From an optimization exercise on the open Yosys and OpenROAD flow, aimed at small area and a short achievable clock period; shortcuts taken in it are not production practice.
Only simulation tests tie the RTL to the original design; equivalence was not proved.

==> design/flow/flow/run.sh <==
#!/bin/bash
set -euo pipefail
export BUFFER_PORTS_ARGS="-buffer_cell sky130_fd_sc_hd__buf_1"
bash standard.sh > standard.log 2>&1
==> design/flow/standard.sh <==
#!/bin/bash
# synth_recipe.tcl (not shown) runs the flow's synth.tcl, then flattens the netlist and writes it again
# the make line also repeats each setting of config.mk as NAME=value (left out here)
make -C /OpenROAD-flow-scripts/flow DESIGN_CONFIG=/design/flow/config.mk WORK_HOME=/design/flow/orfs CLKGATE_MAP_FILE= SYNTH_SCRIPT=/design/flow/synth_recipe.tcl "${@:-finish}"
==> design/flow/config.mk <==
export PLATFORM = sky130hd
export DESIGN_NAME = d72_burst_check
export DESIGN_NICKNAME = d72_burst_check
export VERILOG_FILES = /design/flow/design.v
export SDC_FILE = /design/flow/constraint.sdc
export NUM_CORES = 4
export LEC_CHECK = 0
export CAP_MARGIN = 20
export CORE_MARGIN = 2
export CORE_UTILIZATION = 40
export SLEW_MARGIN = 20
==> design/flow/constraint.sdc <==
create_clock -name core_clock -period 40.0 [get_ports {clk}]
set_input_delay 8.0000 -clock core_clock [delete_from_list [all_inputs] [get_ports {clk}]]
set_output_delay 8.0000 -clock core_clock [all_outputs]
set_load 0.01 [all_outputs]
==> design/flow/design.v <==
module d72_burst_check (
    input  wire         clk,
    input  wire         rst,
    input  wire         beat_valid,
    input  wire [31:0]  beat_dq,
    input  wire [7:0]   beat_cb,
    input  wire [1:0]   exp_channel,
    input  wire [29:0]  exp_burst,
    input  wire [15:0]  exp_epoch,
    output reg          res_valid,
    output reg  [1:0]   res_status,
    output reg  [7:0]   res_corrected,
    output wire [511:0] res_data
);
    reg        v;
    reg [31:0] dq;
    reg [7:0]  cb;
    always @(posedge clk) begin
        v  <= beat_valid & ~rst;
        dq <= beat_dq;
        cb <= beat_cb;
    end
    reg [3:0] cnt;
    always @(posedge clk)
        if (rst) cnt <= 4'd0;
        else if (v) cnt <= cnt + 4'd1;
    wire odd   = cnt[0];
    wire first = (cnt == 4'd0);
    wire c1    = (cnt == 4'd1);
    wire last  = (cnt == 4'd15);
    reg [47:0] E;
    wire e_load = v ? last : first;
    always @(posedge clk)
        if (e_load) E <= {exp_epoch, exp_channel, exp_burst};
    wire [7:0] fc;
    wire fc_x35 = E[3] ^ E[27];
    wire fc_x36 = E[7] ^ E[9];
    wire fc_x37 = E[10] ^ E[11];
    wire fc_x38 = E[15] ^ E[17];
    wire fc_x39 = E[18] ^ E[19];
    wire fc_x40 = E[21] ^ E[22];
    wire fc_x41 = E[23] ^ E[25];
    wire fc_x42 = E[24] ^ E[26];
    wire fc_x43 = E[31] ^ fc_x35;
    wire fc_x44 = E[2] ^ fc_x37;
    wire fc_x45 = E[4] ^ fc_x36;
    wire fc_x46 = E[5] ^ fc_x41;
    wire fc_x47 = E[8] ^ fc_x42;
    wire fc_x48 = E[12] ^ fc_x38;
    wire fc_x49 = E[14] ^ fc_x39;
    wire fc_x50 = E[20] ^ E[27];
    wire fc_x51 = cnt[1] ^ fc_x43;
    wire fc_x52 = fc_x40 ^ fc_x45;
    assign fc[0] = E[0] ^ E[10] ^ E[18] ^ E[24] ^ E[28] ^ cnt[2] ^ fc_x48 ^ fc_x51 ^ fc_x52;
    assign fc[1] = E[1] ^ E[11] ^ E[13] ^ E[19] ^ E[21] ^ E[29] ^ cnt[3] ^ fc_x36 ^ fc_x38 ^ fc_x46 ^ fc_x51;
    assign fc[2] = E[6] ^ E[7] ^ E[15] ^ E[22] ^ E[23] ^ E[26] ^ E[30] ^ cnt[2] ^ cnt[3] ^ fc_x43 ^ fc_x44 ^ fc_x49;
    assign fc[3] = E[0] ^ E[1] ^ E[9] ^ E[16] ^ E[17] ^ E[25] ^ fc_x35 ^ fc_x39 ^ fc_x44 ^ fc_x47;
    assign fc[4] = E[6] ^ fc_x37 ^ fc_x46 ^ fc_x47 ^ fc_x50 ^ fc_x52;
    assign fc[5] = E[13] ^ E[16] ^ fc_x40 ^ fc_x41 ^ fc_x42 ^ fc_x48 ^ fc_x49 ^ fc_x50;
    assign fc[6] = E[28] ^ E[29] ^ E[30] ^ E[31];
    assign fc[7] = 1'b0;
    wire [7:0] hlo, hhi;
    wire hlo_x32 = dq[0] ^ dq[1];
    wire hlo_x33 = dq[2] ^ dq[3];
    wire hlo_x34 = dq[4] ^ dq[5];
    wire hlo_x35 = dq[6] ^ dq[8];
    wire hlo_x36 = dq[7] ^ dq[9];
    wire hlo_x37 = dq[10] ^ dq[11];
    wire hlo_x38 = dq[12] ^ dq[14];
    wire hlo_x39 = dq[13] ^ dq[15];
    wire hlo_x40 = dq[16] ^ dq[17];
    wire hlo_x41 = dq[18] ^ dq[19];
    wire hlo_x42 = dq[20] ^ dq[21];
    wire hlo_x43 = dq[22] ^ dq[24];
    wire hlo_x44 = dq[23] ^ dq[25];
    wire hlo_x45 = dq[26] ^ dq[27];
    wire hlo_x46 = dq[28] ^ dq[29];
    wire hlo_x47 = dq[30] ^ dq[31];
    wire hlo_x48 = hlo_x40 ^ hlo_x41;
    wire hlo_x49 = hlo_x45 ^ hlo_x46;
    assign hlo[0] = dq[2] ^ dq[7] ^ dq[13] ^ dq[16] ^ dq[23] ^ dq[26] ^ dq[30] ^ hlo_x32 ^ hlo_x34 ^ hlo_x37 ^ hlo_x42;
    assign hlo[1] = dq[3] ^ dq[4] ^ dq[10] ^ dq[17] ^ dq[20] ^ dq[27] ^ dq[31] ^ hlo_x32 ^ hlo_x35 ^ hlo_x38 ^ hlo_x43;
    assign hlo[2] = dq[0] ^ dq[5] ^ dq[6] ^ dq[9] ^ dq[11] ^ dq[12] ^ dq[15] ^ dq[18] ^ dq[21] ^ dq[22] ^ dq[25] ^ dq[28] ^ hlo_x33;
    assign hlo[3] = dq[1] ^ dq[8] ^ dq[14] ^ dq[19] ^ dq[24] ^ dq[29] ^ hlo_x33 ^ hlo_x36 ^ hlo_x39 ^ hlo_x44;
    assign hlo[4] = hlo_x34 ^ hlo_x35 ^ hlo_x36 ^ hlo_x48 ^ hlo_x49;
    assign hlo[5] = hlo_x37 ^ hlo_x38 ^ hlo_x39 ^ hlo_x47 ^ hlo_x48;
    assign hlo[6] = hlo_x42 ^ hlo_x43 ^ hlo_x44 ^ hlo_x47 ^ hlo_x49;
    assign hlo[7] = 1'b0;
    wire hhi_x32 = dq[24] ^ dq[25];
    wire hhi_x33 = dq[26] ^ dq[27];
    wire hhi_x34 = dq[28] ^ dq[29];
    wire hhi_x35 = dq[30] ^ dq[31];
    wire hhi_x36 = hhi_x32 ^ hhi_x35;
    wire hhi_x37 = dq[0] ^ dq[1];
    wire hhi_x38 = dq[2] ^ dq[17];
    wire hhi_x39 = dq[3] ^ dq[4];
    wire hhi_x40 = dq[5] ^ dq[7];
    wire hhi_x41 = dq[6] ^ dq[8];
    wire hhi_x42 = dq[9] ^ dq[10];
    wire hhi_x43 = dq[11] ^ dq[12];
    wire hhi_x44 = dq[13] ^ dq[14];
    wire hhi_x45 = dq[15] ^ dq[16];
    wire hhi_x46 = dq[18] ^ dq[19];
    wire hhi_x47 = dq[20] ^ dq[21];
    wire hhi_x48 = dq[22] ^ dq[23];
    wire hhi_x49 = hhi_x33 ^ hhi_x34;
    wire hhi_x50 = hhi_x33 ^ hhi_x36;
    wire hhi_x51 = hhi_x38 ^ hhi_x49;
    wire hhi_x52 = hhi_x42 ^ hhi_x43;
    wire hhi_x53 = hhi_x44 ^ hhi_x45;
    wire hhi_x54 = hhi_x46 ^ hhi_x47;
    wire hhi_x55 = hhi_x48 ^ hhi_x54;
    assign hhi[0] = dq[6] ^ dq[9] ^ dq[13] ^ dq[18] ^ dq[28] ^ hhi_x39 ^ hhi_x50;
    assign hhi[1] = dq[3] ^ dq[10] ^ dq[14] ^ dq[19] ^ dq[29] ^ hhi_x40 ^ hhi_x50;
    assign hhi[2] = dq[0] ^ dq[4] ^ dq[5] ^ dq[8] ^ dq[11] ^ dq[15] ^ dq[20] ^ dq[26] ^ hhi_x34 ^ hhi_x36;
    assign hhi[3] = dq[1] ^ dq[7] ^ dq[12] ^ dq[16] ^ dq[21] ^ dq[27] ^ dq[30] ^ hhi_x32 ^ hhi_x34 ^ hhi_x41;
    assign hhi[4] = dq[22] ^ dq[24] ^ dq[31] ^ hhi_x51 ^ hhi_x52;
    assign hhi[5] = dq[23] ^ dq[25] ^ hhi_x37 ^ hhi_x51 ^ hhi_x53;
    assign hhi[6] = dq[2] ^ hhi_x35 ^ hhi_x37 ^ hhi_x55;
    assign hhi[7] = dq[17] ^ hhi_x39 ^ hhi_x40 ^ hhi_x41 ^ hhi_x52 ^ hhi_x53 ^ hhi_x55;
    reg [7:0] synp;
    always @(posedge clk)
        if (v & ~odd) synp <= cb ^ hlo ^ fc;
    wire [7:0] syn = synp ^ hhi;
    localparam [511:0] DCOLS = 512'h574f3e3d3b372f1fe0d0c8c4c2c1b0a8a4a2a1989492918c8a898685837068646261585452514c4a49464543383432312c2a292625231c1a191615130e0d0b07;
    wire [63:0] flip;
    wire [7:0]  ecb;
    genvar gi;
    generate
        for (gi = 0; gi < 64; gi = gi + 1) begin : g_dec
            localparam [7:0] COL = DCOLS[8*gi +: 8];
            assign flip[gi] = odd & (syn == COL);
        end
        for (gi = 0; gi < 8; gi = gi + 1) begin : g_decc
            assign ecb[gi] = odd & (syn == (8'd1 << gi));
        end
    endgenerate
    wire cw_corr = |flip | |ecb;
    wire cw_unc  = (syn != 8'd0) & ~cw_corr;
    reg  [31:0] st [0:15];
    wire [31:0] hi_fix = dq ^ flip[63:32];
    integer k;
    always @(posedge clk)
        if (v) begin
            st[0] <= hi_fix;
            st[1] <= st[0] ^ flip[31:0];
            for (k = 2; k < 16; k = k + 1) st[k] <= st[k-1];
        end
    generate
        for (gi = 0; gi < 16; gi = gi + 1) begin : g_out
            assign res_data[32*gi +: 32] = st[15-gi];
        end
    endgenerate
    reg  [15:0] S;
    wire [15:0] s_base = first ? 16'hFFFF : S;
    wire [15:0] s_next;
    wire [15:0] s_dl;
    assign s_dl[0] = flip[0] | flip[2] | flip[7] | flip[8] | flip[9] | flip[11] | flip[12] | flip[15] | flip[18] | flip[24] | flip[25] | flip[27];
    assign s_dl[1] = flip[0] | flip[1] | flip[3] | flip[9] | flip[10] | flip[12] | flip[13] | flip[19] | flip[25] | flip[26] | flip[28];
    assign s_dl[2] = flip[1] | flip[2] | flip[4] | flip[10] | flip[11] | flip[13] | flip[14] | flip[20] | flip[26] | flip[27] | flip[29];
    assign s_dl[3] = flip[2] | flip[3] | flip[5] | flip[11] | flip[12] | flip[14] | flip[15] | flip[21] | flip[27] | flip[28] | flip[30];
    assign s_dl[4] = flip[0] | flip[3] | flip[4] | flip[6] | flip[12] | flip[13] | flip[15] | flip[22] | flip[24] | flip[28] | flip[29] | flip[31];
    assign s_dl[5] = flip[1] | flip[2] | flip[4] | flip[5] | flip[8] | flip[9] | flip[11] | flip[12] | flip[13] | flip[14] | flip[15] | flip[16] | flip[18] | flip[23] | flip[27] | flip[29] | flip[30];
    assign s_dl[6] = flip[0] | flip[2] | flip[3] | flip[5] | flip[6] | flip[8] | flip[9] | flip[10] | flip[12] | flip[13] | flip[14] | flip[15] | flip[17] | flip[19] | flip[24] | flip[28] | flip[30] | flip[31];
    assign s_dl[7] = flip[0] | flip[1] | flip[3] | flip[4] | flip[6] | flip[7] | flip[9] | flip[10] | flip[11] | flip[13] | flip[14] | flip[15] | flip[16] | flip[18] | flip[20] | flip[25] | flip[29] | flip[31];
    assign s_dl[8] = flip[0] | flip[1] | flip[2] | flip[4] | flip[5] | flip[7] | flip[10] | flip[11] | flip[12] | flip[14] | flip[15] | flip[16] | flip[17] | flip[19] | flip[21] | flip[26] | flip[30];
    assign s_dl[9] = flip[0] | flip[1] | flip[2] | flip[3] | flip[5] | flip[6] | flip[11] | flip[12] | flip[13] | flip[15] | flip[17] | flip[18] | flip[20] | flip[22] | flip[24] | flip[27] | flip[31];
    assign s_dl[10] = flip[0] | flip[1] | flip[2] | flip[3] | flip[4] | flip[6] | flip[7] | flip[12] | flip[13] | flip[14] | flip[16] | flip[18] | flip[19] | flip[21] | flip[23] | flip[25] | flip[28];
    assign s_dl[11] = flip[1] | flip[2] | flip[3] | flip[4] | flip[5] | flip[7] | flip[8] | flip[13] | flip[14] | flip[15] | flip[17] | flip[19] | flip[20] | flip[22] | flip[24] | flip[26] | flip[29];
    assign s_dl[12] = flip[3] | flip[4] | flip[5] | flip[6] | flip[7] | flip[8] | flip[11] | flip[12] | flip[14] | flip[20] | flip[21] | flip[23] | flip[30];
    assign s_dl[13] = flip[4] | flip[5] | flip[6] | flip[7] | flip[8] | flip[9] | flip[12] | flip[13] | flip[15] | flip[21] | flip[22] | flip[24] | flip[31];
    assign s_dl[14] = flip[0] | flip[5] | flip[6] | flip[7] | flip[9] | flip[10] | flip[13] | flip[14] | flip[16] | flip[22] | flip[23] | flip[25];
    assign s_dl[15] = flip[1] | flip[6] | flip[7] | flip[8] | flip[10] | flip[11] | flip[14] | flip[15] | flip[17] | flip[23] | flip[24] | flip[26];
    function [15:0] crc32;
        input [15:0] c;
        input [31:0] d;
        integer n, b;
        reg [15:0] x;
        begin
            x = c;
            for (n = 0; n < 4; n = n + 1) begin
                x = x ^ {d[8*n +: 8], 8'd0};
                for (b = 0; b < 8; b = b + 1)
                    x = x[15] ? ((x << 1) ^ 16'h1021) : (x << 1);
            end
            crc32 = x;
        end
    endfunction
    wire [15:0] s_lin = crc32(s_base, hi_fix);
    assign s_next = s_lin ^ s_dl;
    always @(posedge clk) if (v) S <= s_next;
    reg  [15:0] V;
    wire [15:0] v_base = first ? 16'h0000 : V;
    wire [15:0] v_next;
    wire [7:0]  cbe = odd ? 8'h00 : cb;
    assign v_next[0] = v_base[12] ^ cbe[4] ^ ecb[0];
    assign v_next[1] = v_base[13] ^ cbe[0] ^ cbe[5] ^ ecb[1];
    assign v_next[2] = v_base[14] ^ cbe[1] ^ cbe[6] ^ ecb[2];
    assign v_next[3] = v_base[15] ^ cbe[2] ^ cbe[7] ^ ecb[3];
    assign v_next[4] = v_base[0] ^ cbe[3] ^ ecb[4];
    assign v_next[5] = v_base[1] ^ v_base[12] ^ ecb[5];
    assign v_next[6] = v_base[2] ^ v_base[13] ^ ecb[6];
    assign v_next[7] = v_base[3] ^ v_base[14] ^ ecb[7];
    assign v_next[8] = v_base[4] ^ v_base[15] ^ cbe[0];
    assign v_next[9] = v_base[5] ^ cbe[1];
    assign v_next[10] = v_base[6] ^ cbe[2];
    assign v_next[11] = v_base[7] ^ cbe[3];
    assign v_next[12] = v_base[8] ^ v_base[12] ^ cbe[0];
    assign v_next[13] = v_base[9] ^ v_base[13] ^ cbe[1];
    assign v_next[14] = v_base[10] ^ v_base[14] ^ cbe[2];
    assign v_next[15] = v_base[11] ^ v_base[15] ^ cbe[3];
    always @(posedge clk) if (v) V <= v_next;
    reg  [15:0] R;
    wire [15:0] r_base = first ? 16'h0000 : R;
    wire [15:0] r_next;
    wire        t_lo = odd & ~(cnt[3] & cnt[2]);
    wire        t_hi = odd & cnt[3] & cnt[2];
    wire [7:0]  tlo = t_lo ? cb : 8'h00;
    wire [7:0]  thi = t_hi ? cb : 8'h00;
    wire r_next_x32 = thi[3] ^ thi[7];
    wire r_next_x33 = r_base[3] ^ thi[0];
    wire r_next_x34 = thi[2] ^ thi[6];
    wire r_next_x35 = r_base[0] ^ thi[7];
    wire r_next_x36 = r_base[1] ^ thi[0];
    wire r_next_x37 = r_base[2] ^ thi[1];
    wire r_next_x38 = thi[4] ^ r_next_x37;
    wire r_next_x39 = thi[5] ^ r_next_x33;
    assign r_next[0] = r_base[4] ^ thi[1] ^ thi[6] ^ r_next_x32;
    assign r_next[1] = r_base[5] ^ thi[0] ^ thi[2] ^ thi[4] ^ r_next_x35;
    assign r_next[2] = r_base[6] ^ thi[1] ^ thi[3] ^ thi[5] ^ r_next_x36;
    assign r_next[3] = r_base[7] ^ r_next_x34 ^ r_next_x38;
    assign r_next[4] = r_base[8] ^ thi[2] ^ r_next_x32 ^ r_next_x39;
    assign r_next[5] = r_base[9] ^ thi[4] ^ thi[7];
    assign r_next[6] = r_base[10] ^ thi[5];
    assign r_next[7] = r_base[11] ^ thi[6];
    assign r_next[8] = r_base[12] ^ tlo[0] ^ r_next_x35;
    assign r_next[9] = r_base[1] ^ r_base[13] ^ tlo[1];
    assign r_next[10] = r_base[2] ^ r_base[14] ^ tlo[2] ^ thi[0];
    assign r_next[11] = r_base[15] ^ tlo[3] ^ thi[1] ^ r_next_x33;
    assign r_next[12] = r_base[0] ^ tlo[4] ^ r_next_x32 ^ r_next_x34;
    assign r_next[13] = tlo[5] ^ thi[4] ^ r_next_x32 ^ r_next_x36;
    assign r_next[14] = tlo[6] ^ thi[5] ^ r_next_x38;
    assign r_next[15] = tlo[7] ^ r_next_x34 ^ r_next_x39;
    always @(posedge clk) if (v) R <= r_next;
    wire [15:0] chk;
    wire chk_x48 = s_next[0] ^ s_next[7];
    wire chk_x49 = s_next[1] ^ s_next[8];
    wire chk_x50 = s_next[2] ^ s_next[9];
    wire chk_x51 = s_next[3] ^ s_next[10];
    wire chk_x52 = s_next[4] ^ s_next[11];
    wire chk_x53 = s_next[5] ^ s_next[12];
    wire chk_x54 = s_next[6] ^ s_next[13];
    wire chk_x55 = s_next[14] ^ chk_x48;
    wire chk_x56 = s_next[0] ^ chk_x50;
    wire chk_x57 = s_next[10] ^ chk_x49;
    assign chk[0] = s_next[0] ^ s_next[1] ^ v_next[0] ^ r_next[0] ^ chk_x51;
    assign chk[1] = s_next[1] ^ s_next[2] ^ v_next[1] ^ r_next[1] ^ chk_x52;
    assign chk[2] = s_next[2] ^ s_next[3] ^ v_next[2] ^ r_next[2] ^ chk_x53;
    assign chk[3] = s_next[3] ^ s_next[4] ^ v_next[3] ^ r_next[3] ^ chk_x54;
    assign chk[4] = s_next[4] ^ s_next[5] ^ v_next[4] ^ r_next[4] ^ chk_x55;
    assign chk[5] = s_next[5] ^ s_next[6] ^ s_next[8] ^ s_next[15] ^ v_next[5] ^ r_next[5] ^ chk_x51;
    assign chk[6] = s_next[6] ^ s_next[9] ^ v_next[6] ^ r_next[6] ^ chk_x48 ^ chk_x52;
    assign chk[7] = s_next[7] ^ v_next[7] ^ r_next[7] ^ chk_x53 ^ chk_x57;
    assign chk[8] = s_next[8] ^ s_next[11] ^ v_next[8] ^ r_next[8] ^ chk_x50 ^ chk_x54;
    assign chk[9] = s_next[9] ^ s_next[12] ^ v_next[9] ^ r_next[9] ^ chk_x51 ^ chk_x55;
    assign chk[10] = s_next[13] ^ s_next[15] ^ v_next[10] ^ r_next[10] ^ chk_x52 ^ chk_x57;
    assign chk[11] = s_next[11] ^ s_next[14] ^ v_next[11] ^ r_next[11] ^ chk_x53 ^ chk_x56;
    assign chk[12] = s_next[12] ^ s_next[15] ^ v_next[12] ^ r_next[12] ^ chk_x54;
    assign chk[13] = s_next[13] ^ v_next[13] ^ r_next[13] ^ chk_x55;
    assign chk[14] = s_next[14] ^ s_next[15] ^ v_next[14] ^ r_next[14] ^ chk_x49;
    assign chk[15] = s_next[15] ^ v_next[15] ^ r_next[15] ^ chk_x56;
    wire crc_ok = (chk == 16'h0000);
    reg unc, mm;
    reg [7:0] ebyte;
    always @* begin
        case (cnt[3:1])
            3'd0: ebyte = E[7:0];
            3'd1: ebyte = E[15:8];
            3'd2: ebyte = E[23:16];
            3'd3: ebyte = E[31:24];
            3'd4: ebyte = E[39:32];
            3'd5: ebyte = E[47:40];
            default: ebyte = 8'h00;
        endcase
    end
    wire unc_all = (unc & ~c1) | cw_unc;
    always @(posedge clk)
        if (v & odd) begin
            unc <= unc_all;
            res_corrected <= {cw_corr, res_corrected[7:1]};
            if (~(cnt[3] & cnt[2])) mm <= (mm & ~c1) | (cb != ebyte);
        end
    always @(posedge clk) begin
        res_valid <= v & last & ~rst;
        if (v & last) begin
            if (unc_all)      res_status <= 2'd1;
            else if (!crc_ok) res_status <= 2'd2;
            else if (mm)      res_status <= 2'd3;
            else              res_status <= 2'd0;
        end
    end
endmodule
==> reports/results.txt, run 1 <==
CP max-delay cell: edfxtp_1
Die Y: 272 um
Synth Area in Simple Gates: 0.0617
Global Route Usage Sum: 0.245
RSZ-0062 raised after global routing: false
arrival time worst endpoint: 1510 ps
post-synthesis sequential area ratio: 0.690
TritonCTS buffer count: 73
relative slew slack: 0.236
first-pass GRT wire length: 129000 um
hold path endpoint: st[10][25]
Slew Viols, Final: 0
RR Startpoint: dq[30]
max-cap violations: 0
Clock Path Buffers: 3
Starting Density: 0.402
period utilization: 0.238
setup TNS: 0 ps
f_max: 0.105 GHz
compound-gate portion of the synthesized area: 0.0251
Final ANT Viol Nets: 0
post-synth net total: 1857
Yosys cell types: 72
critical path cell sequence: buf_1
Worst Path Max Fanout: 2
combinational family with the most area after synthesis: XOR/XNOR gates
Critical Path Start Type: register
Post-Synthesis Cells: 1763
post-CTS setup buffers: 0
Yosys reg bits: 674
worst r2r path cells: 17
# rows: 98
Mapped Avg Cell Area: 16.3 um^2
Post-synth EDFFs: 628
Antenna Cells: 0
vias in the first global route: 17400
Synth area leader: edfxtp_1
Die Width: 272 um
initial drt markers: 1812
dominant cell by count in the synthesized netlist: edfxtp_1
Critical Path End Type: output pin
Setup violations, final: 0
GRT Residual Overflow: 0
Post-synth top cells: edfxtp_1, xnor2_1, xor2_1
top_reg_cell synth: edfxtp_1
Skew-Pair Late Insertion Delay: 620 ps
# IOs: 614
core area: 0.0712 mm^2
reg-to-reg setup timing slack: 32080 ps
gp weighted congestion: 0.958
pin count of the biggest net entering global routing: 85
Cell Area, Synth: 0.0287 mm^2
Net count, final: 2518
final wirelength: 92600 um
antenna violations before repair: 0
WP data required: 32000 ps
post-layout util: 0.487
number of port buffers: 613
drt drc: 0
Min Hold Slack: 429 ps
clk slew on worst S/H paths: 60 ps
final non-filler cell total: 3434
clock root cell: clkbuf_16
ys async rst share: 0
post-CTS resize count: 0
H-Tree Depth: 3
number of hold violations in the final report: 0
CP Buf/Inv Count: 1
layout cells sized above 1: 0.0882
CTS Sinks: 674
outcome: finished clean
type of the worst min-delay path: register to register
area delta synth->final: 20.9%
CTS tree: built
Avg WL per Cell: 27.0 um
Synth Area in Adders: 0.00131
die area: 0.0738 mm^2
Worst Tran Pin Value: 1140 ps
delay-heaviest family, CP: flip-flops
HPWL after DPL: 71700 um
Min Clock Period, post-route: 9510 ps
clock skew: 28.5 ps
hold path start: st[9][25]
post-synthesis mux area share: 0.0124
R2R Path End: res_status[1]
Post-Synth XOR/XNOR Area: 0.198
cts hold-fix bufs: 0
Ys Warns: 2
Post-Place Cells: 3299
CP Class: register to output pin
number of detailed-route iterations in the first pass: 6
crit-path max cell delay: 680 ps
Worst Hold Depth: 0
via count: 17700
top-area cell type share of the netlist area: 0.658
Area contributors post-synth: edfxtp_1, xnor2_1, xor2_1, dfxtp_1, xnor3_1
routed vias/inst: 5.16
-- registers in the layout (all words and copies together), names as in the netlist, 2 cells and up --
register,cells
st,512
res_status,2
cnt,4
res_corrected,8
S,16
V,16
synp,8
dq,32
E,48
cb,8
R,16
-- layout by cell type, fill, tap and decap left out, types with 29 or more instances in the layout --
cell       netlist  layout
buf_1            8     613
buf_4            2      34
clkbuf_16        0      74
dfxtp_1         46      45
edfxtp_1       628     628
nand2_1         70      70
nor2_1         105     105
nor3_1          40      40
nor4_1          31      29
xnor2_1        302     302
xnor3_1         36      36
xor2_1         135     135
-- stage by stage --
step / worst slack, ps / area [um^2]
6_report: 30490 / 34700
5_1_grt: 30420 / 34700
4_1_cts: 30380 / 34700
3_5_place_dp: 31060 / 32200
3_3_place_gp: 31060 / 32200
2_1_floorplan: 24510 / 28700
-- logic make-up after synthesis --
| logic type | count (synthesis) |
|---|---|
| xor+xnor | 522 |
| simple gates | 343 |
| mux | 31 |
| buf+inv | 83 |
| fa+ha+maj | 3 |
| flops | 674 |
| compound gates | 107 |
-- routing by layer --
layer,share of wire,global-route usage
met2,0.52,0.435
met3,0.069,0.0461
met1,0.37,0.290
met4,0.045,0.105
met5,0,0
-- worst max-delay path by stage --
stage / cells past startpoint / start / slack [ps] / to
2_1_floorplan: 2 / v / 24510 / E[0]
3_3_place_gp: 1 / st[1][16] / 31060 / res_data[464]
3_5_place_dp: 1 / st[1][16] / 31060 / res_data[464]
4_1_cts: 1 / st[1][16] / 30380 / res_data[464]
5_1_grt: 1 / st[1][16] / 30420 / res_data[464]
6_report: 1 / st[1][16] / 30490 / res_data[464]
-- final cells by class --
class / instances / area (um^2)
Tap cell: 950 / 1190
Sequential cell: 674 / 19800
Clock buffer: 93 / 1960
Clock inverter: 42 / 488
Timing Repair Buffer: 648 / 2570
Inverter: 21 / 78.8
Fill cell: 6272 / 36600
Multi-Input combinational cell: 1006 / 8600
==> run 2: changes to the inputs <==
--- a/design/flow/config.mk
+++ b/design/flow/config.mk
@@ -7,5 +7,6 @@
 export LEC_CHECK = 0
 export CAP_MARGIN = 20
 export CORE_MARGIN = 2
-export CORE_UTILIZATION = 40
+export CORE_UTILIZATION = 45
+export CTS_BUF_LIST = sky130_fd_sc_hd__clkbuf_8
 export SLEW_MARGIN = 20
==> run 2 against run 1 <==
Against the previous run:
- sequential share of layout area up 0.86 points
- sequential cell count unchanged
- largest cell class unchanged
- maximum frequency shrank 1.6%
- highest routed layer is now met5
- worst setup slack got worse by 150 ps
- count of clock-buffer cells in the layout rose by 18
- critical path type unchanged
- first-iteration DRC count increased by 8.3%
- core utilization up 5.5 points
- hold slack worse by 10 ps
==> reports/results.txt, run 2 <==
RR Startpoint: dq[30]
f_max: 0.103 GHz (-1.6%)
Mapped Avg Cell Area: 16.3 um^2 (unchanged)
Net count, final: 2547 (+1.2%)
CP Buf/Inv Count: 1 (unchanged)
critical path cell sequence: buf_1
layout cells sized above 1: 0.0969 (+0.00872)
core area: 0.0631 mm^2 (-11%)
# IOs: 614 (unchanged)
worst r2r path cells: 17 (unchanged)
vias in the first global route: 17900 (+2.9%)
routed vias/inst: 5.31 (+2.9%)
Critical Path Start Type: register
Worst path depth: 1 (unchanged)
dominant cell by count in the synthesized netlist: edfxtp_1
met3 Usage GRT: 0.0635 (+0.0174)
die area: 0.0657 mm^2 (-11%)
Cell Area, Synth: 0.0287 mm^2 (unchanged)
Yosys cell types: 72 (unchanged)
drt drc: 0 (unchanged)
post-CTS resize count: 0 (unchanged)
initial drt markers: 1962 (+8.3%)
Top Usage Layer GRT: met2
final instance area: 0.0342 mm^2 (-1.5%)
Avg WL per Cell: 27.9 um (+3.5%)
setup slack after layout: 30340 ps (-154 ps)
clock skew: 43.0 ps (+14.5 ps)
post-synthesis sequential area ratio: 0.690 (unchanged)
post-place setup slack: 31120 ps (+62.2 ps)
arrival time worst endpoint: 1660 ps (+150 ps)
Synth area leader: edfxtp_1
CTS Sinks: 674 (unchanged)
most common cell after layout, fill and taps aside: edfxtp_1
pin count of the biggest net entering global routing: 203 (+140%)
antenna violations before repair: 5 (+5)
cts hold-fix bufs: 0 (unchanged)
CTS tree: built
Die Width: 256 um (-5.6%)
number of detailed-route iterations in the first pass: 6 (unchanged)
Largest regs: st: 512 flops, E: 48 flops, dq: 32 flops
Die Y: 256 um (-5.6%)
Critical Path End Type: output pin
CP max-delay cell: edfxtp_1
TritonCTS buffer count: 108 (+48%)
Starting Density: 0.454 (+0.0521)
Area after DPL: 0.0321 mm^2 (-0.48%)
most frequent cells in the layout: edfxtp_1, buf_1, xnor2_1
clk slew on worst S/H paths: 60 ps (about the same)
Worst Tran Pin Value: 1170 ps (+36.3 ps)
Worst Path Max Fanout: 3 (+1)
delay-heaviest family, CP: flip-flops
area delta synth->final: 19.1%
Largest Register: st
Worst Hold Depth: 0 (unchanged)
Post-Synthesis Cells: 1763 (unchanged)
via count: 18000 (+1.5%)
CP Class: register to output pin
reg-to-reg setup timing slack: 32270 ps (+190 ps)
top-area cell type share of the netlist area: 0.658 (unchanged)
Final ANT Viol Nets: 0 (unchanged)
setup TNS: 0 ps (unchanged)
ys async rst share: 0 (unchanged)
Post-synth top cells: edfxtp_1, xnor2_1, xor2_1
GRT Residual Overflow: 0 (unchanged)
post-CTS setup buffers: 0 (unchanged)
Ys Warns: 2 (unchanged)
outcome: finished clean
RSZ-0062 raised after global routing: false
WP data required: 32000 ps (about the same)
Global Route Usage Sum: 0.284 (+0.0393)
first-pass GRT wire length: 133000 um (+3.4%)
type of the worst min-delay path: register to register
Global Route met2 Usage: 0.488 (+0.0528)
Clock Path Buffers: 3 (unchanged)
Area contributors post-synth: edfxtp_1, xnor2_1, xor2_1, dfxtp_1, xnor3_1
Skew-Pair Late Insertion Delay: 750 ps (+130 ps)
worst setup path endpoint: res_data[99]
H-Tree Depth: 3 (unchanged)
number of hold violations in the final report: 0 (unchanged)
max-cap violations: 0 (unchanged)
Min Hold Slack: 419 ps (-10.5 ps)
crit path launch: st[12][3]
final wirelength: 94600 um (+2.1%)
Yosys reg bits: 674 (unchanged)
HPWL after DPL: 72300 um (+0.85%)
crit-path max cell delay: 680 ps (about the same)
top_reg_cell synth: edfxtp_1
relative slew slack: 0.198 (-0.0374)
R2R Path End: res_status[1]
grt met1 use: 0.350 (+0.0604)
Slew Viols, Final: 0 (unchanged)
post-synth net total: 1857 (unchanged)
gp weighted congestion: 1.00 (+4.7%)
clock root cell: clkbuf_8
Setup violations, final: 0 (unchanged)
max FFs per register: 512 (unchanged)
number of port buffers: 613 (unchanged)
Post-synth EDFFs: 628 (unchanged)
period utilization: 0.242 (+0.00386)
# rows: 92 (-6.1%)
Min Clock Period, post-route: 9660 ps (+154 ps)
run 2: per-layer routing:
metal / vias to the layer above / routed length, um
met2: 936 / 47400
met4: 2 / 4020
met1: 9013 / 36000
met3: 214 / 7090
li1: 7832 / -
met5: - / 10
run 2: per-stage QoR:
step,std cells,util
3_3_place_gp,3188,0.508
5_1_grt,3387,0.541
4_1_cts,3384,0.541
6_report,3388,0.541
2_1_floorplan,1763,-
3_5_place_dp,3188,0.508
run 2: kinds of logic after synthesis:
family / after synthesis / synth area share
DFF: 674 / 0.690
xor gates and xnor gates: 522 / 0.198
and+or+nand+nor: 343 / 0.0617
AOI/OAI and AO/OA: 107 / 0.0251
buffers and inverters: 83 / 0.0118
muxes: 31 / 0.0124
adders and majority gates: 3 / 0.00131
run 2: final cells by class:
| class | instances | area [um^2] |
|---|---|---|
| clock buffers | 111 | 1530 |
| diodes | 3 | 7.51 |
| repair buffers | 642 | 2550 |
| flip-flops and latches | 674 | 19800 |
| clock inverters | 85 | 538 |
| fillers | 5375 | 28900 |
| well taps | 846 | 1060 |
| inverters | 21 | 78.8 |
| multi-input cells | 1006 | 8600 |
run 2: worst min path at each step:
stage / start / slack [ps] / end
after global placement: st[10][23] / 430 / st[11][23]
after floorplan: cb[7] / 410 / synp[7]
after CTS: st[8][6] / 420 / st[9][6]
after global routing: st[8][6] / 430 / st[9][6]
final: st[2][14] / 420 / st[3][14]
after detailed placement: st[12][21] / 430 / st[13][21]
==> run 3: changes to the inputs <==
==> design/flow/flow/run.sh (replaced) <==
#!/bin/bash
# The standard layout, except:
#  - synthesis maps the logic with an area-oriented ABC script (flow/area.abc)
#    instead of ORFS's speed script; registers are mapped as in the standard
#    synthesis (same dfflibmap step, same names);
#  - port buffers are plain buf_1 cells.
set -euo pipefail
W=$(pwd)
export BUFFER_PORTS_ARGS="-buffer_cell sky130_fd_sc_hd__buf_1"
# synthesis script: synth_recipe.tcl with ORFS's synth.tcl calling ABC with our script
sed "s#log_cmd abc {\*}\$abc_args#log_cmd abc -script $W/flow/area.abc {*}[lrange \$abc_args 2 end]#" \
    "$FLOW_HOME/scripts/synth.tcl" > "$W/synth_core.tcl"
grep -q "flow/area.abc" "$W/synth_core.tcl"
sed "s#source \$::env(SCRIPTS_DIR)/synth.tcl#source $W/synth_core.tcl#" synth_recipe.tcl > "$W/own_synth.tcl"
grep -q "synth_core.tcl" "$W/own_synth.tcl"
bash standard.sh "SYNTH_SCRIPT=$W/own_synth.tcl" synth > synth.log 2>&1
bash standard.sh "SYNTH_SCRIPT=$W/own_synth.tcl" > standard.log 2>&1
==> design/flow/flow/area.abc (new file) <==
strash
dch
map -a
topo
stime -c
buffer -c
upsize -c
dnsize -c
--- a/design/flow/config.mk
+++ b/design/flow/config.mk
@@ -8,5 +8,4 @@
 export CAP_MARGIN = 20
 export CORE_MARGIN = 2
 export CORE_UTILIZATION = 45
-export CTS_BUF_LIST = sky130_fd_sc_hd__clkbuf_8
 export SLEW_MARGIN = 20
==> run 3 against run 2 <==
Against the previous run:
- first-iteration DRC count is 18% lower
- still clean
- critical path depth is the same
- die area shrank 5.0%
- area after synthesis down 5.0%
- sequential share of layout area rose by 1.9 points
- register-to-register slack lost 980 ps
- hold slack improved by 4.0 ps
==> reports/results.txt, run 3 <==
outcome: finished clean
ys async rst share: 0 (unchanged)
Largest regs: st: 512 flops, E: 48 flops, dq: 32 flops
via count: 17400 (-3.3%)
Worst Path Max Fanout: 2 (-1)
Worst Tran Pin Value: 1140 ps (-31.7 ps)
Slew Viols, Final: 0 (unchanged)
CP Buf/Inv Count: 1 (unchanged)
Post-Synthesis Cells: 1787 (+1.4%)
setup TNS: 0 ps (unchanged)
Final ANT Viol Nets: 0 (unchanged)
first-pass GRT wire length: 130000 um (-2.4%)
Synth area leader: edfxtp_1
max-cap violations: 0 (unchanged)
top_reg_cell synth: edfxtp_1
delay-heaviest family, CP: flip-flops
Cell Area, Synth: 0.0272 mm^2 (-5.0%)
routed vias/inst: 5.24 (-1.4%)
initial drt markers: 1608 (-18%)
Top Usage Layer GRT: met2
post-synthesis sequential area ratio: 0.726 (+0.0366)
Yosys reg bits: 674 (unchanged)
Critical Path End Type: output pin
most common cell after layout, fill and taps aside: edfxtp_1
Setup violations, final: 0 (unchanged)
FILL cells: 5149 (-4.2%)
dominant cell by count in the synthesized netlist: edfxtp_1
Largest Register: st
Yosys cell types: 43 (-40%)
CP max-delay cell: edfxtp_1
sequential cell area: 0.0198 mm^2 (unchanged)
core area: 0.0601 mm^2 (-4.7%)
Post-synth EDFFs: 628 (unchanged)
Die Y: 250 um (-2.5%)
Skew-Pair Late Insertion Delay: 620 ps (-130 ps)
clk slew on worst S/H paths: 60 ps (about the same)
drt drc: 0 (unchanged)
post-layout util: 0.550 (+0.00823)
grt met1 use: 0.389 (+0.0389)
CP Class: register to output pin
Min Clock Period, post-route: 9650 ps (-10.0 ps)
GRT Residual Overflow: 0 (unchanged)
cts hold-fix bufs: 0 (unchanged)
crit-path max cell delay: 790 ps (+110 ps)
Mapped Avg Cell Area: 15.2 um^2 (-6.3%)
die area: 0.0625 mm^2 (-5.0%)
layout cells sized above 1: 0.0715 (-0.0254)
reg-to-reg setup timing slack: 31290 ps (-980 ps)
number of detailed-route iterations in the first pass: 7 (+1)
period utilization: 0.241 (-0.000250)
Net count, final: 2567 (+0.79%)
most frequent cells in the layout: edfxtp_1, buf_1, xor2_1
Clock Path Buffers: 3 (unchanged)
RSZ-0062 raised after global routing: false
HPWL after DPL: 76000 um (+5.0%)
max FFs per register: 512 (unchanged)
Post-synth top cells: edfxtp_1, xor2_1, nor2_1
clock skew: 29.8 ps (-13.2 ps)
antenna violations before repair: 8 (+3)
area of the multi-input gates: 0.00693 mm^2 (-19%)
critical path cell sequence: buf_1
arrival time worst endpoint: 1650 ps (about the same)
# rows: 90 (-2.2%)
Die Width: 250 um (-2.5%)
number of port buffers: 613 (unchanged)
vias in the first global route: 16900 (-5.1%)
gp weighted congestion: 1.02 (+2.0%)
Ys Warns: 2 (unchanged)
Avg WL per Cell: 28.6 um (+2.5%)
clock root cell: clkbuf_16
met3 Usage GRT: 0.0946 (+0.0311)
top-area cell type share of the netlist area: 0.693 (+0.0349)
f_max: 0.104 GHz (+0.10%)
Starting Density: 0.453 (-0.00171)
Global Route met2 Usage: 0.482 (-0.00553)
post-CTS resize count: 0 (unchanged)
TritonCTS buffer count: 74 (-31%)
post-synth net total: 1881 (+1.3%)
Area contributors post-synth: edfxtp_1, xor2_1, xnor2_1, dfxtp_1, nor2_1
area delta synth->final: 21.4%
CTS tree: built
relative slew slack: 0.240 (+0.0413)
H-Tree Depth: 3 (unchanged)
number of hold violations in the final report: 0 (unchanged)
Global Route Usage Sum: 0.300 (+0.0157)
CTS Sinks: 674 (unchanged)
Critical Path Start Type: register
final wirelength: 95000 um (+0.43%)
# IOs: 614 (unchanged)
type of the worst min-delay path: register to register
post-CTS setup buffers: 0 (unchanged)
WP data required: 32000 ps (about the same)
Min Hold Slack: 423 ps (+4.01 ps)
pin count of the biggest net entering global routing: 197 (-3.0%)
-- run 3: cell count changes after synthesis, moves of 11 or more --
cell	before	now
xnor3_1	36	0
nor3_1	40	22
xor3_1	12	0
clkbuf_1	41	10
mux2i_1	22	0
nor4_1	31	19
nand2_1	70	104
inv_1	21	112
a21oi_1	27	9
nand3_1	24	11
nor2_1	105	177
xnor2_1	302	174
xor2_2	6	17
xor2_1	135	318
-- run 3: worst paths after layout --
| path | from | end | cells after the start |
|---|---|---|---|
| setup / recovery | st[13][26] | res_data[90] | 1 |
| hold / removal | st[4][14] | st[5][14] | 0 |
| setup reg to reg | dq[0] | res_status[1] | 38 |
| hold reg to reg | st[4][14] | st[5][14] | 0 |
-- run 3: metrics by stage --
stage	instances	cell area, um^2	worst slack (ps)
after detailed placement	3178	30500	31030
after CTS	3314	33000	30360
after floorplan	1787	27200	15510
final	3320	33100	30350
after global routing	3315	33000	30360
after global placement	3178	30500	30990
-- run 3: layer usage --
layer / vias to the layer above / wire [um]
met3: 179 / 9610
met2: 981 / 44500
li1: 7576 / -
met5: - / 203
met1: 8659 / 37400
met4: 2 / 3260
-- run 3: final cells by class --
cell class / instances / area share
diodes: 5 / 0.000379
flip-flops and latches: 674 / 0.599
clock buffers: 93 / 0.0591
repair buffers: 622 / 0.0726
inverters: 127 / 0.0144
multi-input cells: 974 / 0.210
well taps: 782 / 0.0296
clock inverters: 43 / 0.0154
-- run 3: cells by family after synthesis --
family / Yosys count / share of synthesized area
buf+inv: 139 / 0.0193
flops: 674 / 0.726
simple gates: 387 / 0.0625
fa+ha+maj: 3 / 0.00138
xor+xnor: 516 / 0.173
compound gates: 68 / 0.0169
==> run 4: changes to the inputs <==
--- a/design/flow/flow/run.sh
+++ b/design/flow/flow/run.sh
@@ -7,6 +7,7 @@
 set -euo pipefail
 W=$(pwd)
 export BUFFER_PORTS_ARGS="-buffer_cell sky130_fd_sc_hd__buf_1"
+export SETUP_SLACK_MARGIN=30.8
 # synthesis script: synth_recipe.tcl with ORFS's synth.tcl calling ABC with our script
 sed "s#log_cmd abc {\*}\$abc_args#log_cmd abc -script $W/flow/area.abc {*}[lrange \$abc_args 2 end]#" \
     "$FLOW_HOME/scripts/synth.tcl" > "$W/synth_core.tcl"
==> run 4 against run 3 <==
Against the previous run:
- still clean on timing, DRC and antenna
- die area stayed put
- maximum frequency increased by 2.9%
- cell count up 9.4%
- core utilization is 6.3 points higher
- final area increased by 12%
- area after synthesis unchanged
- sequential cell count unchanged
- sequential share of layout area down 6.2 points
- global-route usage rose by 0.94 points
- critical path type unchanged
- largest cell class unchanged
- highest routed layer is now met4
==> reports/results.txt, run 4 <==
Antenna Cells: 0 (-5)
max-cap violations: 0 (unchanged)
WP data required: 32000 ps (about the same)
relative slew slack: 0.246 (+0.00576)
f_max: 0.107 GHz (+2.9%)
final instance area: 0.0369 mm^2 (+12%)
compound-gate portion of the synthesized area: 0.0169 (unchanged)
most common cell after layout, fill and taps aside: edfxtp_1
number of port buffers: 613 (unchanged)
# rows: 90 (unchanged)
Avg WL per Cell: 28.0 um (-2.0%)
CP max-delay cell: edfxtp_1
initial drt markers: 1915 (+19%)
first-pass GRT wire length: 135000 um (+3.5%)
gp weighted congestion: 1.08 (+5.2%)
antenna violations before repair: 8 (unchanged)
Critical Path Start Type: register
number of detailed-route iterations in the first pass: 8 (+1)
core area: 0.0601 mm^2 (unchanged)
Global Route Usage Sum: 0.309 (+0.00945)
# IOs: 614 (unchanged)
CP Buf/Inv Count: 1 (unchanged)
Yosys reg bits: 674 (unchanged)
wire length on met1: 39200 um (+4.9%)
Min Clock Period, post-route: 9380 ps (-270 ps)
DR top layer: met4
crit-path max cell delay: 550 ps (-240 ps)
Post-Synth XOR/XNOR Area: 0.173 (unchanged)
pin count of the biggest net entering global routing: 174 (-12%)
area delta synth->final: 35.4%
type of the worst min-delay path: register to register
Critical Path End Type: output pin
Setup violations, final: 0 (unchanged)
arrival time worst endpoint: 1380 ps (-270 ps)
post-synthesis mux area share: 0 (unchanged)
setup TNS: 0 ps (unchanged)
Post-Synthesis Cells: 1787 (unchanged)
Starting Density: 0.453 (unchanged)
Yosys cell types: 43 (unchanged)
post-layout util: 0.613 (+0.0633)
CP Class: register to output pin
CTS tree: built
max FFs per register: 512 (unchanged)
vias in the first global route: 17900 (+5.6%)
Worst Path Max Fanout: 2 (unchanged)
CTS Sinks: 674 (unchanged)
Area contributors post-synth: edfxtp_1, xor2_1, xnor2_1, dfxtp_1, nor2_1
clock root cell: clkbuf_16
Die Y: 250 um (unchanged)
drt drc: 0 (unchanged)
HPWL after DPL: 76700 um (+0.95%)
Ys Warns: 2 (unchanged)
top_reg_cell synth: edfxtp_1
Clock Path Buffers: 3 (unchanged)
ys async rst share: 0 (unchanged)
Post-synth top cells: edfxtp_1, xor2_1, nor2_1
Synth area leader: edfxtp_1
Synth Area in Simple Gates: 0.0625 (unchanged)
Cell Area, Synth: 0.0272 mm^2 (unchanged)
post-synth net total: 1881 (unchanged)
met2 WL: 47600 um (+7.0%)
combinational family with the most area after synthesis: XOR/XNOR gates
dominant cell by count in the synthesized netlist: edfxtp_1
delay-heaviest family, CP: flip-flops
critical path cell sequence: buf_1
final non-filler cell total: 3632 (+9.4%)
clk slew on worst S/H paths: 70 ps (about the same)
Die Width: 250 um (unchanged)
Post-synth EDFFs: 628 (unchanged)
TritonCTS buffer count: 72 (-2.7%)
most frequent cells in the layout: edfxtp_1, buf_4, xor2_1
Post-Place Cells: 3181 (+0.094%)
RSZ-0062 raised after global routing: true
die area: 0.0625 mm^2 (unchanged)
top-area cell type share of the netlist area: 0.693 (unchanged)
GRT Residual Overflow: 0 (unchanged)
Largest Register: st
routed vias/inst: 5.26 (+0.34%)
layout cells sized above 1: 0.315 (+0.244)
via count: 19100 (+9.8%)
Synth Area in Adders: 0.00138 (unchanged)
Area after DPL: 0.0306 mm^2 (+0.16%)
outcome: finished clean
number of hold violations in the final report: 0 (unchanged)
Mapped Avg Cell Area: 15.2 um^2 (unchanged)
post-synthesis sequential area ratio: 0.726 (unchanged)
metal3 WL: 9900 um (+3.0%)
Worst Tran Pin Value: 1130 ps (-8.64 ps)
Largest regs: st: 512 flops, E: 48 flops, dq: 32 flops
period utilization: 0.235 (-0.00674)
Net count, final: 2887 (+12%)
Slew Viols, Final: 0 (unchanged)
final wirelength: 102000 um (+7.3%)
Skew-Pair Late Insertion Delay: 620 ps (about the same)
Final ANT Viol Nets: 0 (unchanged)
H-Tree Depth: 3 (unchanged)
clock skew: 34.7 ps (+4.83 ps)
[run 4: repair_timing]
item / CTS / global route
hold buffers: 0 / 0
hold endpoints to repair: 0 / 0
resized for setup: 409 / 259
setup endpoints to repair: 382 / 429
buffers inserted: 218 / 102
[run 4: worst paths after layout]
kind,startpoint,endpoint,slack (ps),depth (start not counted)
worst min-delay path,st[1][11],st[2][11],420,0
worst min register to register,st[1][11],st[2][11],420,0
worst max-delay path,st[13][5],res_data[69],30620,1
worst max register to register,dq[31],res_status[1],31480,33
[run 4: final cells by class]
cell class	count	area [um^2]
fill	4598	23300
sequential	674	19800
timing repair buffer	944	6280
clock inverter	40	429
tap	782	978
clock buffer	91	1960
inverter	127	477
multi-input combinational	974	6960
[run 4: logic make-up (layout without fill, tap and decap cells)]
group,Yosys count,after routing
AND/OR/NAND/NOR,387,387
buffers and inverters,139,1202
flip-flops,674,674
XOR/XNOR,516,516
adder cells (fa/ha/maj),3,3
AO/OA/AOI/OAI,68,68
[run 4: per-stage QoR]
| stage | hold WS [ps] | setup WS [ps] |
|---|---|---|
| 2_1_floorplan | 472 | 30940 |
| 3_3_place_gp | 429 | 31030 |
| 3_5_place_dp | 432 | 31050 |
| 4_1_cts | 417 | 30610 |
| 5_1_grt | 435 | 30600 |
| 6_report | 421 | 30620 |
[run 4: worst register-to-register path, delay by kind of cell, from the launching register on]
family                    cells  cell delay [ps]
AOI/OAI and AO/OA             3              460
xor gates and xnor gates     13             4190
buffers and inverters         3              240
DFF                           1              410
and+or+nand+nor              14             2980
[run 4: routing by layer]
layer	global-route usage	vias up
met1	0.409	9453
met4	0.124	0
li1	-	8199
met2	0.496	1197
met5	0	-
met3	0.0709	247
==> run 5: changes to the inputs <==
--- a/design/flow/flow/run.sh
+++ b/design/flow/flow/run.sh
@@ -7,7 +7,6 @@
 set -euo pipefail
 W=$(pwd)
 export BUFFER_PORTS_ARGS="-buffer_cell sky130_fd_sc_hd__buf_1"
-export SETUP_SLACK_MARGIN=30.8
 # synthesis script: synth_recipe.tcl with ORFS's synth.tcl calling ABC with our script
 sed "s#log_cmd abc {\*}\$abc_args#log_cmd abc -script $W/flow/area.abc {*}[lrange \$abc_args 2 end]#" \
     "$FLOW_HOME/scripts/synth.tcl" > "$W/synth_core.tcl"
--- a/design/flow/config.mk
+++ b/design/flow/config.mk
@@ -8,4 +8,6 @@
 export CAP_MARGIN = 20
 export CORE_MARGIN = 2
 export CORE_UTILIZATION = 45
+export CTS_CLUSTER_DIAMETER = 100
+export CTS_CLUSTER_SIZE = 30
 export SLEW_MARGIN = 20
==> run 5 against run 4 <==
Against the previous run:
- still clean on timing, DRC and antenna
- global-route usage is 1.6 points lower
- critical endpoint is now res_data[90]
==> reports/results.txt, run 5 <==
outcome: finished clean
Worst Hold Depth: 0 (unchanged)
Yosys cell types: 43 (unchanged)
die area: 0.0625 mm^2 (unchanged)
Die Width: 250 um (unchanged)
WP data required: 32000 ps (about the same)
Cell Area, Synth: 0.0272 mm^2 (unchanged)
Mapped Avg Cell Area: 15.2 um^2 (unchanged)
post-CTS setup buffers: 0 (-100%)
FILL cells: 5277 (+15%)
delay-heaviest family, CP: flip-flops
Avg WL per Cell: 29.1 um (+3.7%)
most common cell after layout, fill and taps aside: edfxtp_1
final instance area: 0.0314 mm^2 (-15%)
Largest regs: st: 512 flops, E: 48 flops, dq: 32 flops
Yosys reg bits: 674 (unchanged)
final wirelength: 94000 um (-7.7%)
Net count, final: 2520 (-13%)
period utilization: 0.242 (+0.00734)
f_max: 0.103 GHz (-3.0%)
Global Route Usage Sum: 0.293 (-0.0163)
Post-synth top cells: edfxtp_1, xor2_1, nor2_1
RSZ-0062 raised after global routing: false
area delta synth->final: 15.5%
ys async rst share: 0 (unchanged)
Area contributors post-synth: edfxtp_1, xor2_1, xnor2_1, dfxtp_1, nor2_1
crit-path max cell delay: 800 ps (+250 ps)
CP Class: register to output pin
type of the worst min-delay path: register to register
CTS Sinks: 674 (unchanged)
max-cap violations: 0 (unchanged)
post-place setup slack: 31030 ps (-24.6 ps)
CP max-delay cell: edfxtp_1
TritonCTS buffer count: 28 (-61%)
CTS tree: built
setup slack after layout: 30320 ps (-294 ps)
clock root cell: clkbuf_16
clock skew: 34.4 ps (-0.240 ps)
Skew-Pair Late Insertion Delay: 640 ps (+20 ps)
Worst Path Max Fanout: 2 (unchanged)
antenna violations before repair: 7 (-1)
post-synthesis sequential area ratio: 0.726 (unchanged)
relative slew slack: 0.217 (-0.0285)
HPWL after DPL: 76000 um (-0.94%)
vias in the first global route: 16500 (-7.8%)
dominant cell by count in the synthesized netlist: edfxtp_1
number of port buffers: 613 (unchanged)
Final ANT Viol Nets: 0 (unchanged)
Clock Path Buffers: 3 (unchanged)
drt drc: 0 (unchanged)
cts hold-fix bufs: 0 (unchanged)
initial drt markers: 1708 (-11%)
final non-filler cell total: 3232 (-11%)
H-Tree Depth: 1 (-2)
Post-Place Cells: 3178 (-0.094%)
setup TNS: 0 ps (unchanged)
most frequent cells in the layout: edfxtp_1, buf_1, xor2_1
core area: 0.0601 mm^2 (unchanged)
first-pass GRT wire length: 128000 um (-4.9%)
Starting Density: 0.453 (unchanged)
Worst path depth: 1 (unchanged)
top-area cell type share of the netlist area: 0.693 (unchanged)
top_reg_cell synth: edfxtp_1
Worst Tran Pin Value: 1170 ps (+42.8 ps)
routed vias/inst: 5.26 (about the same)
# rows: 90 (unchanged)
gp weighted congestion: 1.02 (-4.9%)
layout cells sized above 1: 0.0458 (-0.269)
max FFs per register: 512 (unchanged)
# IOs: 614 (unchanged)
Setup violations, final: 0 (unchanged)
via count: 17000 (-11%)
Post-synth EDFFs: 628 (unchanged)
clk slew on worst S/H paths: 110 ps (+40 ps)
CP Buf/Inv Count: 1 (unchanged)
Largest Register: st
Die Y: 250 um (unchanged)
Post-Synthesis Cells: 1787 (unchanged)
arrival time worst endpoint: 1680 ps (+300 ps)
critical path cell sequence: buf_1
Critical Path Start Type: register
number of hold violations in the final report: 0 (unchanged)
Ys Warns: 2 (unchanged)
Area after DPL: 0.0305 mm^2 (-0.16%)
Critical Path End Type: output pin
worst r2r path cells: 38 (+15%)
Min Clock Period, post-route: 9680 ps (+294 ps)
post-CTS resize count: 0 (-100%)
GRT Residual Overflow: 0 (unchanged)
number of detailed-route iterations in the first pass: 5 (-3)
post-synth net total: 1881 (unchanged)
Slew Viols, Final: 0 (unchanged)
pin count of the biggest net entering global routing: 197 (+13%)
Synth area leader: edfxtp_1
-- run 5: worst paths after layout --
path                            startpoint            end  slack, ps
worst max-delay path            st[13][26]   res_data[90]      30320
worst min-delay path             st[1][11]      st[2][11]        440
worst min register to register   st[1][11]      st[2][11]        440
worst max register to register       dq[0]  res_status[1]      31310
-- run 5: final cells by class --
cell class              count  area, um^2  share of cell area
diodes                      2        5.00            0.000159
clock buffers              44         781              0.0248
clock inverters             8         110             0.00350
inverters                 127         477              0.0152
multi-input cells         974        6930               0.221
flip-flops and latches    674       19800               0.629
well taps                 782         978              0.0311
repair buffers            621        2370              0.0755
-- run 5: logic make-up (layout without fill, tap and decap cells) --
| kind of cell | count (synthesis) | count (layout) | share of synthesized area |
|---|---|---|---|
| compound gates | 68 | 68 | 0.0169 |
| xor+xnor | 516 | 516 | 0.173 |
| fa+ha+maj | 3 | 3 | 0.00138 |
| buf+inv | 139 | 800 | 0.0193 |
| flops | 674 | 674 | 0.726 |
| other cells | 0 | 2 | 0 |
| simple gates | 387 | 387 | 0.0625 |
-- run 5: layer usage --
| layer | global-route usage | routed length [um] |
|---|---|---|
| met3 | 0.0766 | 8900 |
| met4 | 0.0794 | 2930 |
| met5 | 0 | 203 |
| met2 | 0.479 | 44400 |
| met1 | 0.389 | 37600 |
-- run 5: through the flow --
| stage | hold WS, ps | util |
|---|---|---|
| floorplan | 472 | - |
| global placement | 428 | 0.508 |
| detailed placement | 431 | 0.508 |
| CTS | 439 | 0.523 |
| global route | 441 | 0.523 |
| finish | 444 | 0.523 |
==> run 6: changes to the inputs <==
--- a/design/flow/config.mk
+++ b/design/flow/config.mk
@@ -9,5 +9,5 @@
 export CORE_MARGIN = 2
 export CORE_UTILIZATION = 45
 export CTS_CLUSTER_DIAMETER = 100
-export CTS_CLUSTER_SIZE = 30
+export CTS_CLUSTER_SIZE = 20
 export SLEW_MARGIN = 20
==> run 6 against run 5 <==
Against the previous run:
- still clean on timing, DRC and antenna
- worst setup slack gained 26 ps
- synthesized cell count stayed put
- clock skew fell by 2.6 ps
- maximum frequency is 0.26% higher
- non-clock buffer count did not move
- area after synthesis unchanged
- critical path depth unchanged
- core utilization increased by 0.51 points
- die area stayed put
- critical path type unchanged
==> reports/results.txt, run 6 <==
most common cell after layout, fill and taps aside: edfxtp_1
Die Y: 250 um (unchanged)
Post-Synth XOR/XNOR Area: 0.173 (unchanged)
CP Class: register to output pin
RR Startpoint: dq[0]
combinational family with the most area after synthesis: XOR/XNOR gates
sequential cell area: 0.0198 mm^2 (unchanged)
max-cap violations: 0 (unchanged)
Global Route Usage Sum: 0.296 (+0.00334)
Largest regs: st: 512 flops, E: 48 flops, dq: 32 flops
Synth Area in Simple Gates: 0.0625 (unchanged)
clock root cell: clkbuf_16
final instance area: 0.0317 mm^2 (+0.97%)
core area: 0.0601 mm^2 (unchanged)
CP Buf/Inv Count: 1 (unchanged)
hold path start: st[13][29]
# rows: 90 (unchanged)
Worst Path Max Fanout: 2 (unchanged)
R2R Path End: res_status[1]
WP data required: 32000 ps (about the same)
FILL cells: 5237 (-0.76%)
via count: 17100 (+0.64%)
CTS tree: built
outcome: finished clean
number of detailed-route iterations in the first pass: 7 (+2)
CP max-delay cell: edfxtp_1
Avg WL per Cell: 29.2 um (+0.56%)
worst r2r path cells: 38 (unchanged)
type of the worst min-delay path: register to register
Area contributors post-synth: edfxtp_1, xor2_1, xnor2_1, dfxtp_1, nor2_1
post-CTS setup buffers: 0 (unchanged)
Die Width: 250 um (unchanged)
Area after DPL: 0.0305 mm^2 (unchanged)
cts hold-fix bufs: 0 (unchanged)
reg-to-reg setup timing slack: 31250 ps (-60 ps)
die area: 0.0625 mm^2 (unchanged)
relative slew slack: 0.241 (+0.0243)
Synth area leader: edfxtp_1
post-synthesis mux area share: 0 (unchanged)
Cell Area, Synth: 0.0272 mm^2 (unchanged)
Setup violations, final: 0 (unchanged)
delay-heaviest family, CP: flip-flops
compound-gate portion of the synthesized area: 0.0169 (unchanged)
hold path endpoint: st[14][29]
Synth Area in Adders: 0.00138 (unchanged)
setup slack after layout: 30350 ps (+25.5 ps)
Slew Viols, Final: 0 (unchanged)
post-synthesis sequential area ratio: 0.726 (unchanged)
Post-synth EDFFs: 628 (unchanged)
crit-path max cell delay: 790 ps (about the same)
Yosys reg bits: 674 (unchanged)
number of port buffers: 613 (unchanged)
Final ANT Viol Nets: 0 (unchanged)
vias in the first global route: 16600 (+0.64%)
Net count, final: 2533 (+0.52%)
first-pass GRT wire length: 129000 um (+0.45%)
ys async rst share: 0 (unchanged)
area delta synth->final: 16.6%
Critical Path Start Type: register
Yosys cell types: 43 (unchanged)
max FFs per register: 512 (unchanged)
Post-synth top cells: edfxtp_1, xor2_1, nor2_1
H-Tree Depth: 2 (+1)
Skew-Pair Late Insertion Delay: 630 ps (about the same)
# IOs: 614 (unchanged)
top-area cell type share of the netlist area: 0.693 (unchanged)
RSZ-0062 raised after global routing: false
layout cells sized above 1: 0.0492 (+0.00348)
GRT Residual Overflow: 0 (unchanged)
pin count of the biggest net entering global routing: 197 (unchanged)
TritonCTS buffer count: 41 (+46%)
post-place setup slack: 31030 ps (unchanged)
CTS Sinks: 674 (unchanged)
routed vias/inst: 5.28 (+0.32%)
Post-Synthesis Cells: 1787 (unchanged)
Starting Density: 0.453 (unchanged)
most frequent cells in the layout: edfxtp_1, buf_1, xor2_1
gp weighted congestion: 1.02 (unchanged)
Largest Register: st
drt drc: 0 (unchanged)
clock skew: 31.8 ps (-2.60 ps)
Clock Path Buffers: 3 (unchanged)
arrival time worst endpoint: 1650 ps (-30 ps)
period utilization: 0.241 (-0.000638)
initial drt markers: 1737 (+1.7%)
Min Clock Period, post-route: 9650 ps (-25.5 ps)
Worst Tran Pin Value: 1140 ps (-36.4 ps)
post-CTS resize count: 0 (unchanged)
dominant cell by count in the synthesized netlist: edfxtp_1
final wirelength: 94800 um (+0.87%)
clk slew on worst S/H paths: 90 ps (-20 ps)
antenna violations before repair: 6 (-1)
critical path cell sequence: buf_1
Critical Path End Type: output pin
top_reg_cell synth: edfxtp_1
area of the multi-input gates: 0.00693 mm^2 (unchanged)
setup TNS: 0 ps (unchanged)
Ys Warns: 2 (unchanged)
Worst Hold Depth: 0 (unchanged)
number of hold violations in the final report: 0 (unchanged)
Mapped Avg Cell Area: 15.2 um^2 (unchanged)
HPWL after DPL: 76000 um (unchanged)
f_max: 0.104 GHz (+0.26%)
post-synth net total: 1881 (unchanged)
run 6: how the worst max path moves through the flow:
stage	to	slack, ps	cells after the start	from
after floorplan	E[0]	15510	1	v
after global placement	res_data[460]	30990	1	st[1][12]
after detailed placement	res_data[460]	31030	1	st[1][12]
after CTS	res_data[460]	30340	1	st[1][12]
after global routing	res_data[95]	30370	1	st[13][31]
final	res_data[90]	30350	1	st[13][26]
run 6: layout make-up:
class | count | share of cell area
tap | 782 | 0.0308
sequential | 674 | 0.623
clock buffer | 56 | 0.0348
timing repair buffer | 621 | 0.0748
inverter | 127 | 0.0150
antenna | 2 | 0.000158
clock inverter | 6 | 0.00292
multi-input combinational | 974 | 0.218
run 6: cell families after synthesis:
group	count (synthesis)
buffers and inverters	139
and+or+nand+nor	387
xor gates and xnor gates	516
adders and majority gates	3
DFF	674
AOI/OAI and AO/OA	68
run 6: through the flow:
step	hold slack, ps	utilization	instances
after detailed placement	431	0.508	3178
after CTS	431	0.528	3240
after global placement	428	0.508	3178
after floorplan	472	-	1787
final	436	0.528	3242
after global routing	457	0.528	3240
run 6: per-layer routing:
layer	share of wire	vias to the layer above	track usage
li1	-	7438	-
met1	0.40	8642	0.388
met2	0.47	892	0.480
met3	0.098	141	0.0825
met4	0.033	0	0.0938
met5	0	-	0

separate check: timing with driven ports:
How much do the figures lean on ideal ports? The routed layouts below were timed once more, with nothing changed but the port constraints. Step 1 (the two cells are an assumption about what drives the block):
set clk [get_ports {clk}]
set_driving_cell -lib_cell sky130_fd_sc_hd__clkbuf_16 $clk
set_driving_cell -lib_cell sky130_fd_sc_hd__buf_2 [delete_from_list [all_inputs] $clk]
Step 2 adds t to the input delays and takes it off the output delays; t is the mean of the earliest and latest rising clock arrival at the registers after step 1. Input paths then give back, and output paths get back, about the clock's delay inside the block. Slacks: no drivers / after step 1 / after step 2; pairs: no drivers / after step 1.
| run | t (ns) | setup WS [ns] | clock arrival spread, ns | worst slew at a driven data input, ns |
|---|---|---|---|---|
| run 1 | 0.675 | 30.492 / 30.427 / 31.102 | 0.035 / 0.034 | 0.06 |
| run 2 | 0.791 | 30.338 / 30.276 / 31.067 | 0.052 / 0.052 | 0.05 |
| run 3 | 0.676 | 30.348 / 30.282 / 30.958 | 0.031 / 0.030 | 0.04 |
| run 4 | 0.679 | 30.617 / 30.552 / 31.231 | 0.052 / 0.051 | 0.04 |
| run 5 | 0.695 | 30.324 / 30.256 / 30.951 | 0.035 / 0.034 | 0.04 |
| run 6 | 0.673 | 30.349 / 30.282 / 30.955 | 0.038 / 0.038 | 0.04 |
After both steps setup and hold are still met in every run listed.
